What follows belongs to an exercise in optimizing a design on an open flow for small area, a short achievable clock period and few clock cycles per item; a production flow would make more cautious choices.
Where RTL was checked, it was by simulation tests only, not by an equivalence proof against the original.
Power figures rest on the tool's default switching activity, not on a simulated workload.

==> flow/design.v (excerpt) <==
module bfp_compress (
    input  wire        clk,
    input  wire        rst,          
    input  wire        in_valid,
    output wire        in_ready,
    input  wire [1:0]  in_fmt,       
    input  wire [23:0] in_i,
    input  wire [23:0] in_q,
    output wire        out_valid,
    input  wire        out_ready,
    output wire [7:0]  out_data,
    output wire        out_last
);
    localparam integer N = 12;       
    localparam [1:0] ST_IDLE = 2'd0, ST_A = 2'd1, ST_B = 2'd2;
    reg        rdy_r;
    reg [1:0]  st;
    reg [23:0] r0_i, r0_q;
    reg [1:0]  fmt_in;
    reg [3:0]  icnt;
    reg        r0_first, r0_last;
    reg [3:0]  s_cur;
    reg        sat_i, sat_q;
    wire take = in_valid & rdy_r;
    function [15:0] nofit;
        input [23:0] x;
        input [4:0]  b;
        integer s, j;
        reg w, o, a, xb;
        begin
            nofit = 16'd0;
            for (s = 0; s <= 15; s = s + 1) begin
                w = 1'b1; o = 1'b0; a = 1'b1; xb = 1'b0;
                for (j = 0; j <= 22; j = j + 1) begin
                    if (s == 0) begin
                        if (j >= b - 1) begin
                            o = o | x[j];
                            a = a & x[j];
                        end
                    end else begin
                        if (j >= s - 1 && j <= b + s - 2)
                            w = w & x[j];
                        if (j >= b - 1 + s)
                            o = o | x[j];
                        if (j >= b + s)
                            a = a & x[j];
                        if (j == b - 1 + s)
  ...
For scale: roughly 1900 cells after synthesis, ~550 flip-flops, about 65 I/O pins.
clock: 12.5 ns
lec_check: 0
cap_margin: 20
core_margin: 2
core_utilization: 40
slew_margin: 20
standard.sh (not shown) runs the stock make flow with config.mk's settings and CLKGATE_MAP_FILE= SYNTH_SCRIPT=/design/flow/synth_recipe.tcl, a recipe that flattens the netlist after the stock synthesis.
==> flow/flow/run.sh <==
#!/bin/bash
set -euo pipefail
export BUFFER_PORTS_ARGS="-buffer_cell sky130_fd_sc_hd__buf_4"
export CTS_ARGS="-sink_clustering_enable -repair_clock_nets -dont_use_dummy_load"
bash standard.sh > make_finish.log 2>&1
Next try:
==> flow/run.sh (new file) <==
#!/bin/bash
# synth_recipe.tcl (not shown) runs the flow's synth.tcl, then flattens the netlist and writes it again
# the make line also repeats each setting of config.mk as NAME=value (left out here)
make -C /OpenROAD-flow-scripts/flow DESIGN_CONFIG=/design/flow/config.mk WORK_HOME=/design/flow/orfs CLKGATE_MAP_FILE= SYNTH_SCRIPT=/design/flow/synth_recipe.tcl finish
removed: flow/flow/run.sh
removed: flow/standard.sh
Cell area came out higher by 2.4%.
Critical path depth does not change.
Clock-buffer cell count goes up by 6.
Core utilization increases by 1.1 points.
Synthesized cell count does not change.
Final cell count climbs by 1.8%.
Sequential share of layout area shrinks by 1.4 points.
Via count went up by 1.4%.
Combinational power stays flat.
Next try:
==> flow/flow/run.sh (new file) <==
#!/bin/bash
# Standard ORFS layout, with the port buffers made of buf_4 cells instead of
# the resizer's default choice. All tool output goes to make_finish.log.
set -euo pipefail
export BUFFER_PORTS_ARGS="-buffer_cell sky130_fd_sc_hd__buf_4"
bash standard.sh > make_finish.log 2>&1
==> flow/standard.sh (new file) <==
#!/bin/bash
# synth_recipe.tcl (not shown) runs the flow's synth.tcl, then flattens the netlist and writes it again
# the make line also repeats each setting of config.mk as NAME=value (left out here)
make -C /OpenROAD-flow-scripts/flow DESIGN_CONFIG=/design/flow/config.mk WORK_HOME=/design/flow/orfs CLKGATE_MAP_FILE= SYNTH_SCRIPT=/design/flow/synth_recipe.tcl "${@:-finish}"
removed: flow/run.sh
Result:
- routed wire length fell by 1.8%
- via count went down by 0.78%
- area after synthesis does not change
- setup slack gains 0.30 ns
No run of this note included a check of the RTL's function; only the layout flow was run.

========
Another version of the RTL of bfp_compress (not shown whole).
Size: ~1900 cells after synthesis, about 500 flip-flops, roughly 23000 um2 of cells after synthesis.
==> flow/config.mk <==
export PLATFORM = sky130hd
export DESIGN_NAME = bfp_compress
export DESIGN_NICKNAME = bfp_compress
export VERILOG_FILES = /design/flow/design.v
export SDC_FILE = /design/flow/constraint.sdc
export NUM_CORES = 4
export LEC_CHECK = 0
export CAP_MARGIN = 20
export CORE_MARGIN = 2
export CORE_UTILIZATION = 60
export PLACE_DENSITY = 0.7
export SLEW_MARGIN = 20
==> flow/constraint.sdc <==
create_clock -name core_clock -period 12.5 [get_ports {clk}]
set_input_delay 2.5000 -clock core_clock [delete_from_list [all_inputs] [get_ports {clk}]]
set_output_delay 2.5000 -clock core_clock [all_outputs]
set_load 0.01 [all_outputs]
==> flow/flow/run.sh <==
#!/bin/bash
# Standard ORFS layout (bash standard.sh) with these changes:
#  - port buffers are buf_1 cells (the timing repair upsizes the ones on
#    critical paths) instead of the resizer's default choice
#  - clock tree without dummy loads, with larger sink clusters
#  - repair_timing aims at a setup slack of 8.93 ns
# make's output goes to make_finish.log; ORFS keeps per-step logs under orfs/logs.
set -euo pipefail
export BUFFER_PORTS_ARGS="-buffer_cell sky130_fd_sc_hd__buf_1"
export CTS_ARGS="-sink_clustering_enable -repair_clock_nets -dont_use_dummy_load -sink_clustering_size 30 -sink_clustering_max_diameter 100 -buf_list {sky130_fd_sc_hd__clkbuf_8 sky130_fd_sc_hd__clkbuf_16}"
export SETUP_SLACK_MARGIN=8.93
bash standard.sh > make_finish.log 2>&1
The baseline completed with no timing, DRC or antenna violations.
Testbench counts at the start, summed over its fixed seeds: cycles 17,443, blocks 480.
Then changed:
==> flow/flow/run.sh (replaced) <==
#!/bin/bash
# Standard ORFS layout (bash standard.sh) with these changes:
#  - port buffers are buf_1 cells (the timing repair upsizes the ones on
#    critical paths) instead of the resizer's default choice
#  - clock tree without dummy loads, with larger sink clusters
#  - repair_timing aims at a setup slack of 9.0 ns
# make's output goes to make_finish.log; ORFS keeps per-step logs under orfs/logs.
set -euo pipefail
export BUFFER_PORTS_ARGS="-buffer_cell sky130_fd_sc_hd__buf_1"
export CTS_ARGS="-sink_clustering_enable -repair_clock_nets -dont_use_dummy_load -sink_clustering_size 25 -sink_clustering_max_diameter 100 -buf_list {sky130_fd_sc_hd__clkbuf_8 sky130_fd_sc_hd__clkbuf_16}"
export SETUP_SLACK_MARGIN=9.0
bash standard.sh > make_finish.log 2>&1
Settings changed: CORE_UTILIZATION 60 to 70, PLACE_DENSITY 0.7 to 0.8.
Result: Cell count went down by 3.0%. Utilization goes up by 12 points. Power grows by 4.4%. Non-clock buffer count stays the same. Sequential share of layout area drops by 0.15 points. Worst setup slack gets better by 0.039 ns. Maximum frequency climbs by 1.1%. Via count increases by 11%.
Then changed:
--- a/flow/flow/run.sh
+++ b/flow/flow/run.sh
@@ -5,3 +5,3 @@
 #  - clock tree without dummy loads, with larger sink clusters
-#  - repair_timing aims at a setup slack of 9.0 ns
+#  - repair_timing aims at a setup slack of 8.93 ns
 # make's output goes to make_finish.log; ORFS keeps per-step logs under orfs/logs.
@@ -10,3 +10,3 @@
 export CTS_ARGS="-sink_clustering_enable -repair_clock_nets -dont_use_dummy_load -sink_clustering_size 25 -sink_clustering_max_diameter 100 -buf_list {sky130_fd_sc_hd__clkbuf_8 sky130_fd_sc_hd__clkbuf_16}"
-export SETUP_SLACK_MARGIN=9.0
+export SETUP_SLACK_MARGIN=8.93
 bash standard.sh > make_finish.log 2>&1
Settings changed: ABC_AREA from default to 1, CORE_UTILIZATION 70 to 60, PLACE_DENSITY 0.8 to 0.7.
Outcome: Utilization decreases by 12 points; sequential share of layout area barely changes; critical path depth is unchanged.
Then changed:
Settings changed: ABC_AREA 1 to default.
Effect:
- The changed run completed without violations
- clock-buffer cell count drops by 1
- synthesized area stays flat
- design area hardly moves
- total power drops by a few percent
- clock power drops by a few percent
- die area barely changes

## re-timing with driven ports
The flow's constraints put no driver on any port. The routed layouts listed below were extracted and timed again, unchanged, in two steps. Step 1 (the two cells are an assumption about what drives the block):
set clk [get_ports {clk}]
set_driving_cell -lib_cell sky130_fd_sc_hd__clkbuf_16 $clk
set_driving_cell -lib_cell sky130_fd_sc_hd__buf_2 [delete_from_list [all_inputs] $clk]
Step 2 adds t to the input delays and takes it off the output delays; t is the mean of the earliest and latest rising clock arrival at the registers after step 1. Input paths then give back, and output paths get back, about the clock's delay inside the block. Slacks: no drivers / after step 1 / after step 2; pairs: no drivers / after step 1.
run	shift t [ns]	setup slack, ns	worst setup path after step 2	latest minus earliest clock arrival (ns)
the first run of note 1	0.645	8.709 / 8.649 / 8.470	input to register	0.088 / 0.088
the second run of note 1	0.673	8.400 / 8.340 / 8.167	input to register	0.026 / 0.026
the third run of note 1	0.670	8.703 / 8.644 / 8.443	input to register	0.038 / 0.038
the first run of note 2	0.593	8.908 / 8.854 / 8.547	input to register	0.067 / 0.068
the second run of note 2	0.605	8.947 / 8.892 / 8.483	input to register	0.065 / 0.065
the third run of note 2	0.615	8.883 / 8.827 / 8.655	input to register	0.040 / 0.040
the fourth run of note 2	0.590	8.956 / 8.896 / 8.521	input to register	0.081 / 0.080
After both steps setup and hold are still met in every run listed. The setup slack of the second run of note 2, which loses most, moves by -0.055 ns with the drivers and by -0.464 ns with both steps.
